Background: an optimization exercise with open tools, aiming at small area, a short achievable clock period and few clock cycles per item. Do not read the settings as production practice.
Function was checked by simulation only, so behaviour that the tests miss may differ from the original.
Power and IR drop assume default switching activity.

==> inputs of v30 <==
Design sv_cascade, start of the top module:
module sv_cascade (
    input  wire        clk,
    input  wire        rst,
    input  wire        cfg_we,
    input  wire [4:0]  cfg_addr,
    input  wire [31:0] cfg_wdata,
    input  wire        clr,
    input  wire        in_valid,
    output wire        in_ready,
    input  wire [31:0] in_data,
    output reg         out_valid,
    output reg  [31:0] out_data,
    output reg         out_sat
);
    integer i;
    genvar  g, h;
    reg        rst_r;
    reg        clr_r;
    reg        cw_we;
    reg [4:0]  cw_addr;
    reg [31:0] cw_data;
    always @(posedge clk) begin
        rst_r   <= rst;
        clr_r   <= clr & ~rst;
        cw_we   <= cfg_we & ~rst;
        cw_addr <= cfg_addr;
        cw_data <= cfg_wdata;
    end
    reg [2:0] cp_nsec;
    always @(posedge clk) begin
        if (rst)
            cp_nsec <= 3'd0;
        else if (cfg_we && cfg_addr == 5'd0)
            cp_nsec <= cfg_wdata[2:0];
    end
    wire [2:0] n = (cp_nsec > 3'd4) ? 3'd4 : cp_nsec;
    wire [31:0] wdat = rst_r ? 32'd0 : cw_data;
    wire [31:0] cw [0:19];       
    wire [24:0] sw [0:3];
    generate
        for (g = 0; g < 4; g = g + 1) begin : cfgsec
            for (h = 0; h < 5; h = h + 1) begin : word
                reg [31:0] c;
                always @(posedge clk)
                    if (rst_r || (cw_we && cw_addr == 5'd4 + 6*g + h))
                        c <= wdat;
                assign cw[5*g + h] = c;
            end
            reg [24:0] sh;
            always @(posedge clk)
                if (rst_r || (cw_we && cw_addr == 5'd9 + 6*g))
                    sh <= wdat[24:0];
            assign sw[g] = sh;
        end
    endgenerate
  ...
clock: 22.0 ns
lec_check: 0
abc_area: 1
cap_margin: 20
core_margin: 2
core_utilization: 40
slew_margin: 20
run.sh (not shown) runs the stock make flow with config.mk's settings and CLKGATE_MAP_FILE= SYNTH_SCRIPT=/design/flow/synth_recipe.tcl, a recipe that flattens the netlist after the stock synthesis.
==> inputs of v6, as changes to v30 <==
--- a/flow/design.v
+++ b/flow/design.v
@@ -22,22 +22,21 @@
     always @(posedge clk) begin
         rst_r   <= rst;
         clr_r   <= clr & ~rst;
         cw_we   <= cfg_we & ~rst;
         cw_addr <= cfg_addr;
         cw_data <= cfg_wdata;
     end
-    reg [2:0] cp_nsec;
+    reg [2:0] n;
     always @(posedge clk) begin
         if (rst)
-            cp_nsec <= 3'd0;
+            n <= 3'd0;
         else if (cfg_we && cfg_addr == 5'd0)
-            cp_nsec <= cfg_wdata[2:0];
+            n <= (cfg_wdata[2:0] > 3'd4) ? 3'd4 : cfg_wdata[2:0];
     end
-    wire [2:0] n = (cp_nsec > 3'd4) ? 3'd4 : cp_nsec;
     wire [31:0] wdat = rst_r ? 32'd0 : cw_data;
     wire [31:0] cw [0:19];       
     wire [24:0] sw [0:3];
     generate
         for (g = 0; g < 4; g = g + 1) begin : cfgsec
             for (h = 0; h < 5; h = h + 1) begin : word
                 reg [31:0] c;
@@ -60,17 +59,35 @@
     reg       fv2;           
     reg       rdy;
     assign in_ready = rdy;
     wire accept = in_valid & rdy;
     wire [1:0] pm1 = (n == 3'd4) ? 2'd3 : 2'd2;
     wire [1:0] phf = (idle || ph == pm1) ? 2'd0 : ph + 2'd1;
     reg       idle_n, fv0_n, fv1_n, fv2_n;
+    function [4:0] sched;        
+        input [2:0] nn;
+        input [1:0] p;
+        begin
+            if (nn == 3'd4) begin
+                case (p)
+                    2'd0:    sched = {1'b1, 2'd0, 2'd0};
+                    2'd1:    sched = {1'b1, 2'd2, 2'd3};
+                    2'd2:    sched = {1'b1, 2'd1, 2'd2};
+                    default: sched = {1'b1, 2'd0, 2'd1};
+                endcase
+            end else begin
+                sched = {(p == 2'd0) || ((p < nn[1:0]) && (p != 2'd3)), p, p};
+            end
+        end
+    endfunction
     reg       ef;
     reg [1:0] lagf;
     reg [1:0] sf;
+    reg       fwd_x;             
+    reg       fwd_y;             
     always @* begin
         idle_n = idle;
         fv0_n  = fv0;
         fv1_n  = fv1;
         fv2_n  = fv2;
         if (n == 3'd0) begin
             idle_n = 1'b1;
@@ -87,34 +104,22 @@
         end else if (ph == pm1) begin
             fv2_n = fv1;
             fv1_n = fv0;
             fv0_n = accept;
             if (!accept && !(fv0 && n >= 3'd2) && !(fv1 && n >= 3'd3))
                 idle_n = 1'b1;
         end
-        ef   = 1'b1;
-        lagf = 2'd0;
-        sf   = 2'd0;
-        if (n == 3'd4) begin
-            case (phf)
-                2'd0: begin sf = 2'd0; lagf = 2'd0; end
-                2'd1: begin sf = 2'd3; lagf = 2'd2; end
-                2'd2: begin sf = 2'd2; lagf = 2'd1; end
-                default: begin sf = 2'd1; lagf = 2'd0; end
-            endcase
-        end else begin
-            sf   = phf;
-            lagf = phf;
-            if (phf >= n[1:0] || phf == 2'd3)
-                ef = 1'b0;
-        end
     end
     reg       av;
     reg [1:0] as;
     reg       alast;
+    wire [1:0] phf_n = (idle_n || phf == pm1) ? 2'd0 : phf + 2'd1;
+    wire [4:0] sch_n = sched(n, phf_n);
+    reg        bv;
+    reg [1:0]  bs;
     always @(posedge clk) begin
         if (rst) begin
             idle <= 1'b1;
             ph   <= 2'd0;
             fv0  <= 1'b0;
             fv1  <= 1'b0;
             fv2  <= 1'b0;
@@ -126,29 +131,40 @@
             fv0  <= fv0_n;
             fv1  <= fv1_n;
             fv2  <= fv2_n;
             rdy  <= (idle_n | (phf == pm1)) & ~cfg_we & ~clr;
             av   <= ~idle_n & ef & ((lagf == 2'd0) ? fv0_n :
                                         (lagf == 2'd1) ? fv1_n : fv2_n);
         end
+        if (rst) begin
+            ef    <= 1'b1;
+            lagf  <= 2'd0;
+            sf    <= 2'd0;
+            fwd_x <= 1'b0;
+            fwd_y <= 1'b0;
+        end else begin
+            ef    <= sch_n[4];
+            lagf  <= sch_n[3:2];
+            sf    <= sch_n[1:0];
+            fwd_x <= bv && (bs == sch_n[1:0] - 2'd1);
+            fwd_y <= bv && (bs == sch_n[1:0]);
+        end
         as    <= sf;
         alast <= ({1'b0, sf} == n - 3'd1);
     end
     reg [31:0] x1 [0:3];
     reg [31:0] x2 [0:3];
     reg [31:0] y1 [0:3];
     reg [31:0] y2 [0:3];
     reg        satq [0:3];       
     reg         cv;
     reg  [1:0]  cs;
     wire [31:0] y_new;
     wire        sat_new;
     wire [1:0] sfm1  = sf - 2'd1;
-    wire       fwd_x = cv && (cs == sfm1);    
-    wire       fwd_y = cv && (cs == sf);      
     wire       zst   = clr_r;                 
     wire [31:0] f_x   = (sf == 2'd0) ? in_data :
                         fwd_x ? y_new : y1[sfm1];
     wire        f_sat = (sf == 2'd0) ? 1'b0 :
                         fwd_x ? sat_new : satq[sfm1];
     wire [31:0] f_x1  = x1[sf];
     wire [31:0] f_x2  = x2[sf];
@@ -192,16 +208,14 @@
                     .c  (cs_c[g])
                 );
             end
         end
     endgenerate
     reg [63:0] bss [0:4];
     reg [63:0] bcc [0:4];
-    reg        bv;
-    reg [1:0]  bs;
     reg [24:0] bsh;
     reg        blast;
     reg        bsatin;
     always @(posedge clk) begin
         if (rst)
             bv <= 1'b0;
         else
@@ -245,15 +259,15 @@
         csatin <= bsatin;
         css    <= r3s;
         csc    <= r3c;
     end
     wire [65:0]        acc  = css + csc;
     wire               y_hi = ~acc[65] & (|acc[64:31]);
     wire               y_lo = acc[65] & ~(&acc[64:31]);
-    assign y_new   = y_hi ? 32'h7FFF_FFFF : y_lo ? 32'h8000_0000 : acc[31:0];
+    assign y_new   = {(acc[31] | y_lo) & ~y_hi, (acc[30:0] | {31{y_hi}}) & ~{31{y_lo}}};
     assign sat_new = csatin | y_hi | y_lo;
     always @(posedge clk) begin
         if (rst_r || clr_r) begin
             for (i = 0; i < 4; i = i + 1) begin
                 x1[i] <= 32'd0;
                 x2[i] <= 32'd0;
                 y1[i] <= 32'd0;
- CORE_UTILIZATION: 40 -> 55
- PLACE_DENSITY: not set -> 0.65
==> comparison table <==
Die boundary height: v30 777 µm; v6 662 µm
Overall die area: v30 604000 µm²; v6 438000 µm²
First-pass GRT wire length: v30 1550000 µm; v6 1490000 µm
Non-Filler Cell Area, Final: v30 258000 µm²; v6 254000 µm²
Clock Skews: v30 0.136 ns; v6 0.0824 ns
Synth top area share: v30 21.0%; v6 21.1%
Seq. pwr: v30 7.15 mW; v6 7.05 mW
Post-Route M1 WL: v30 431000 µm; v6 363000 µm
NonClk Buf Share: v30 2.16%; v6 2.15%
Number of antenna violations at the first check in global routing: v30 83; v6 86
Number of buffer and inverter instances along the worst setup path: v30 9; v6 3
Sequential fraction of design power: v30 14.3%; v6 14.4%
Wirelength per Cell: v30 30.4 µm; v6 31.3 µm
Multiplexer fraction of the synthesized cell area: v30 0.758%; v6 0.766%
Netlist area before placement: v30 239000 µm²; v6 238000 µm²
Sequential cell area: v30 63000 µm²; v6 63100 µm²
Worst setup path class: v30 register to register; v6 input port to register
Result of the run: v30 complete, no violations; v6 complete, no violations
Testbench counts of v30, summed over its fixed seeds: cycles 27,716, items 8,192.
Testbench counts of v6, summed over its fixed seeds: cycles 27,716, items 8,192.

static timing again, ports no longer ideal:
No port has a modelled driver above. Below, the same layouts with a new extraction and two added sets of constraints. Step 1, drivers: a clkbuf_16 drives clk and a buf_2 each remaining input, both assumed. Step 2, shift: input delay + t, output delay - t, t = (earliest + latest rising clock arrival at the registers) / 2. This alone moves slack from input paths to output paths. Three values: no drivers, after step 1, after step 2; two values: the first two.
run	t, ns	setup slack, ns	worst register clock-pin slew, ns
v30	1.118	15.194 / 15.194 / 15.194	0.08 / 0.08
v6	1.090	15.569 / 15.507 / 14.591	0.08 / 0.08
After both steps setup and hold are still met in every run listed. The setup slack of v6, which loses most, moves by -0.062 ns with the drivers and by -0.978 ns with both steps.
